From an optimization exercise on the open Yosys and OpenROAD flow, aimed at small area; shortcuts taken in it are not production practice. Where RTL was checked, it was by simulation tests only, not by an equivalence proof against the original. Power and IR drop assume default switching activity.

## rev 12
## treadle_law
module treadle_law (
    input  wire               clk,
    input  wire               rst,       
    input  wire               sample,    
    input  wire               first,     
    input  wire               bias,      
    input  wire signed [31:0] r,
    input  wire signed [31:0] y,
    input  wire signed [23:0] kp,
    input  wire signed [23:0] ki,
    input  wire signed [23:0] kd,
    input  wire signed [23:0] kf,
    input  wire        [4:0]  shift,
    input  wire        [15:0] u0,
    input  wire        [15:0] umin,
    input  wire        [15:0] umax,
    output reg         [15:0] u,
    output reg                upd,       
    output reg                sat,
    output reg                hold
);
    localparam HW = 51;           
    reg        [47:0] integ;      
    reg        [31:0] y_q;        
    reg        [31:0] yp_q;       
    reg        [31:0] r_q;
    reg        [31:0] x_q;        
    reg        [71:0] chain;      
    reg        [23:0] ki_q;       
    reg      [HW-1:0] h;          
    reg               ovf;        
    reg               ovf_s;      
    reg        [15:0] u0_q;       
    reg        [15:0] umin_q, umax_q;
    reg        [4:0]  skip;       
    reg               dly;        
    reg               iz;         
    reg               sh0;        
    reg        [3:0]  ncol;       
    reg               bias_q;
    reg               started;
    reg               busy;
    reg        [6:0]  cnt;
    reg        [1:0]  ph;         
    reg               cy;         
    reg               unz;        
    wire first_eff = first | ~started;
    wire [71:0] chain_ld;
    genvar gj;
    generate
        for (gj = 0; gj < 12; gj = gj + 1) begin : g_ld
            assign chain_ld[2*((3*gj+14)%36) +: 2] = kp[2*gj +: 2];
  ...
For scale: ~2,000 cells after synthesis, about 430 flip-flops, about 240 I/O pins.
clock: 10.0 ns
lec_check: 0
cap_margin: 20
core_margin: 2
core_utilization: 80
cts_buf_list: sky130_fd_sc_hd__clkbuf_16
cts_cluster_diameter: 80
cts_cluster_size: 24
place_density: 0.9
slew_margin: 20
standard.sh (not shown) runs the stock make flow with config.mk's settings and CLKGATE_MAP_FILE= SYNTH_SCRIPT=/design/flow/synth_recipe.tcl, a recipe that flattens the netlist after the stock synthesis.
==> flow/flow/run.sh <==
#!/bin/bash
# Standard layout, with buf_1 cells as the port buffers.
set -euo pipefail
bash standard.sh 'BUFFER_PORTS_ARGS=-buffer_cell sky130_fd_sc_hd__buf_1' finish > standard_make.log 2>&1
Looking at the reports, rev 12 completed the entire flow and the layout it produced met the timing, design-rule and antenna checks.
Inputs modified between rev 12 and rev 13:
-- flow/design.v --
<<< rev 12, line 81
    wire b1n = horner_n ? ki_q[20] : chain[2];
    wire b0n = horner_n ? (ki_q[19] & ~v_last_n) : (chain[69] & ~s_first_n);
    wire dyc_n = in_s_n & (ph_n == 2'd1);
    wire bz_n  = in_fl_n | ~(horner_n | in_s_n) | (horner_n & cnt[6] & hold & iz) | (dyc_n & iz);
    reg  b_one, b_two, b_neg;
>>> rev 13, line 81
    wire b1n = horner_n ? ki_q[20] : chain[2];
    wire b0n = horner_n ? (ki_q[19] & ~v_last_n) : (chain[69] & ~s_first_n);
    wire dyc_n = in_s_n & (ph_n == 2'd1);    
    wire bz_n  = in_fl_n | ~(horner_n | in_s_n) | (horner_n & cnt[6] & hold & iz) | (dyc_n & iz);
    reg  b_one, b_two, b_neg;
### Flow results
Every run in the comparison, rev 13 and rev 12, completed the flow with a clean layout. Rev 13 and rev 12 ended up with nearly the same clock edge transition at the registers on the reported setup and hold paths. Rev 13 -> rev 12: first-pass detailed-route iteration total delta 0, exact match. Register area: rev 13 vs rev 12 identical. Relative contribution of sequential cells to total power: rev 12 vs rev 13 — no meaningful difference. Rev 12 and rev 13 ended up with roughly the same worst setup slack for register-to-register paths. From rev 12 to rev 13, sink count of the clock tree did not move at all. Any difference in post-synthesis to final-layout area growth between rev 13 and rev 12 is small enough to ignore. Diff rev 12..rev 13 | leakage dissipation | unchanged.
For rev 12, only the layout was checked, not whether the RTL still works.


treadle_law with an RTL version that a note above also has.
Size: ~2,000 cells after synthesis, roughly 21,000 sq um of cells after synthesis.
Settings: LEC_CHECK=0, CAP_MARGIN=20, CORE_MARGIN=2, CORE_UTILIZATION=80, CTS_BUF_LIST=sky130_fd_sc_hd__clkbuf_8, CTS_CLUSTER_DIAMETER=70, CTS_CLUSTER_SIZE=14, PLACE_DENSITY=0.9, SLEW_MARGIN=20; clock period 10.0 ns.
Scripts as last shown in full above: flow/flow/run.sh
The baseline ran to the end with no violations.
Rerun with:
--- a/flow/design.v
+++ b/flow/design.v
@@ -51,15 +51,17 @@
         for (gj = 0; gj < 12; gj = gj + 1) begin : g_ld
             assign chain_ld[2*((3*gj+14)%36) +: 2] = kp[2*gj +: 2];
             assign chain_ld[2*((3*gj+15)%36) +: 2] = kd[2*gj +: 2];
             assign chain_ld[2*((3*gj+16)%36) +: 2] = kf[2*gj +: 2];
         end
     endgenerate
     reg horner;                   
+    reg v_last;                   
     reg in_s;                     
+    reg s_first;                  
     reg in_fl;                    
     reg preload;                  
     reg satchk;                   
     wire lsb = (in_s & ph == 2'd2) | in_fl;
     wire sel_dy = in_s && ph == 2'd0;     
     wire sel_r  = in_s && ph == 2'd1;     
     wire [31:0] pa = sel_dy ? yp_q : r_q;
@@ -67,26 +69,22 @@
     wire [32:0] pd;
     tl_cia #(.N(33), .B1(11), .B2(22)) u_sub (
         .a({pa[31], pa}), .b(~{pb[31], pb}), .ci(1'b1), .s(pd), .co());
     wire        p_ovh = ~sel_r & ~pd[32] & pd[31];
     wire        p_ovl = ~sel_r & pd[32] & (~pd[31] | ~|pd[30:0]);
     wire [31:0] px = p_ovh ? 32'h7FFFFFFF :
                      p_ovl ? 32'h80000001 : pd[31:0];
-    wire horner_n  = ~rst & busy & ((cnt >= 7'd1 && cnt <= 7'd12) | (cnt >= 7'd73 && cnt <= 7'd84));
-    wire v_last_n  = ~rst & busy & ((cnt == 7'd12) | (cnt == 7'd84));
-    wire in_s_n    = ~rst & busy & (cnt >= 7'd14 && cnt <= 7'd49);
-    wire s_first_n = ~rst & busy & (cnt >= 7'd14 && cnt <= 7'd16);
-    wire in_fl_n   = ~rst & busy & (cnt >= 7'd50 && cnt <= 7'd61);
-    wire [1:0] ph_n = (ph == 2'd2) ? 2'd0 : ph + 2'd1;
-    wire b2n = horner_n ? ki_q[21] : chain[3];
-    wire b1n = horner_n ? ki_q[20] : chain[2];
-    wire b0n = horner_n ? (ki_q[19] & ~v_last_n) : (chain[69] & ~s_first_n);
-    wire dyc_n = in_s_n & (ph_n == 2'd1);    
-    wire bz_n  = in_fl_n | ~(horner_n | in_s_n) | (horner_n & cnt[6] & hold & iz) | (dyc_n & iz);
-    reg  b_one, b_two, b_neg;
+    wire b2 = horner ? ki_q[23] : chain[1];
+    wire b1 = horner ? ki_q[22] : chain[0];
+    wire b0 = horner ? (ki_q[21] & ~v_last) : (chain[67] & ~s_first);
+    wire dyc = in_s & (ph == 2'd1);       
+    wire bz = in_fl | ~(horner | in_s) | (horner & cnt[6] & hold & iz) | (dyc & iz);
+    wire b_one = ~bz & (b1 ^ b0);
+    wire b_two = ~bz & ((b2 & ~b1 & ~b0) | (~b2 & b1 & b0));
+    wire b_neg = ~bz & (b2 ^ dyc);
     wire [33:0] xs  = {{2{x_q[31]}}, x_q};
     wire [33:0] mag = b_one ? xs : (b_two ? {xs[32:0], 1'b0} : 34'd0);
     wire [33:0] tt  = mag ^ {34{b_neg}};
     wire [HW-1:0] opa = horner ? {h[HW-3:0], integ[23:22] & {2{~iz}}} : h;
     wire [33:0] sum_lo;
     wire        c34;
     tl_cia #(.N(34), .B1(12), .B2(23)) u_add (
@@ -133,21 +131,20 @@
     wire        cutoff   = bias_q & ($signed(y_q) > 32'sd35000);
     wire        e_pos    = ~x_q[31] & |x_q;
     wire        e_neg    = x_q[31];
     always @(posedge clk) begin
         x_q   <= px;
         ki_q  <= {ki_q[21:0], ki_q[23:22]};
         chain <= {chain[1:0], chain[71:2]};
-        ph    <= ph_n;
-        horner  <= horner_n;
-        in_s    <= in_s_n;
-        in_fl   <= in_fl_n;
-        b_one   <= ~bz_n & (b1n ^ b0n);
-        b_two   <= ~bz_n & ((b2n & ~b1n & ~b0n) | (~b2n & b1n & b0n));
-        b_neg   <= ~bz_n & (b2n ^ dyc_n);
+        ph    <= (ph == 2'd2) ? 2'd0 : ph + 2'd1;
+        horner  <= busy & ((cnt >= 7'd1 && cnt <= 7'd12) | (cnt >= 7'd73 && cnt <= 7'd84));
+        v_last  <= busy & ((cnt == 7'd12) | (cnt == 7'd84));
+        in_s    <= busy & (cnt >= 7'd14 && cnt <= 7'd49);
+        s_first <= busy & (cnt >= 7'd14 && cnt <= 7'd16);
+        in_fl   <= busy & (cnt >= 7'd50 && cnt <= 7'd61);
         preload <= busy & (cnt == 7'd72);
         satchk  <= busy & ((cnt == 7'd13) | (cnt == 7'd85));
         cnt   <= cnt + 7'd1;
         upd   <= 1'b0;
         if (load)
             h <= ld;
         else if (lsb)
Effect:
- clock-buffer cell count does not change
- worst setup slack got worse by 0.34 ns
- register-to-register slack is worse by 0.34 ns
- wire length goes up by about 1.8%
- utilization rose by 0.20 points

==> re-timing with driven ports <==
How much do the figures lean on ideal ports? The routed layouts below were timed once more, with nothing changed but the port constraints.
Step 1, drivers: a clkbuf_16 drives clk and a buf_2 each remaining input, both assumed.
Step 2 also shifts input and output timing later by t, the mid clock arrival at the registers, as if the neighbouring blocks saw the same clock.
a / b / c = no drivers / after step 1 / after step 2; a / b = the first two.
run | shift t [ns] | slack for setup (ns) | worst hold slack (ns) | worst data-port slew with drivers (ns) | pins driven straight from the clock port
rev 12 | 0.597 | 0.720 / 0.720 / 0.720 | 0.422 / 0.422 / 0.422 | 0.07 | 1
rev 13 | 0.597 | 0.720 / 0.720 / 0.720 | 0.422 / 0.422 / 0.422 | 0.07 | 1
the first run of note 2 | 0.621 | 0.706 / 0.706 / 0.706 | 0.422 / 0.422 / 0.422 | 0.07 | 1
the second run of note 2 | 0.595 | 0.369 / 0.369 / 0.369 | 0.427 / 0.427 / 0.427 | 0.07 | 1
After both steps every run listed still meets setup and hold.
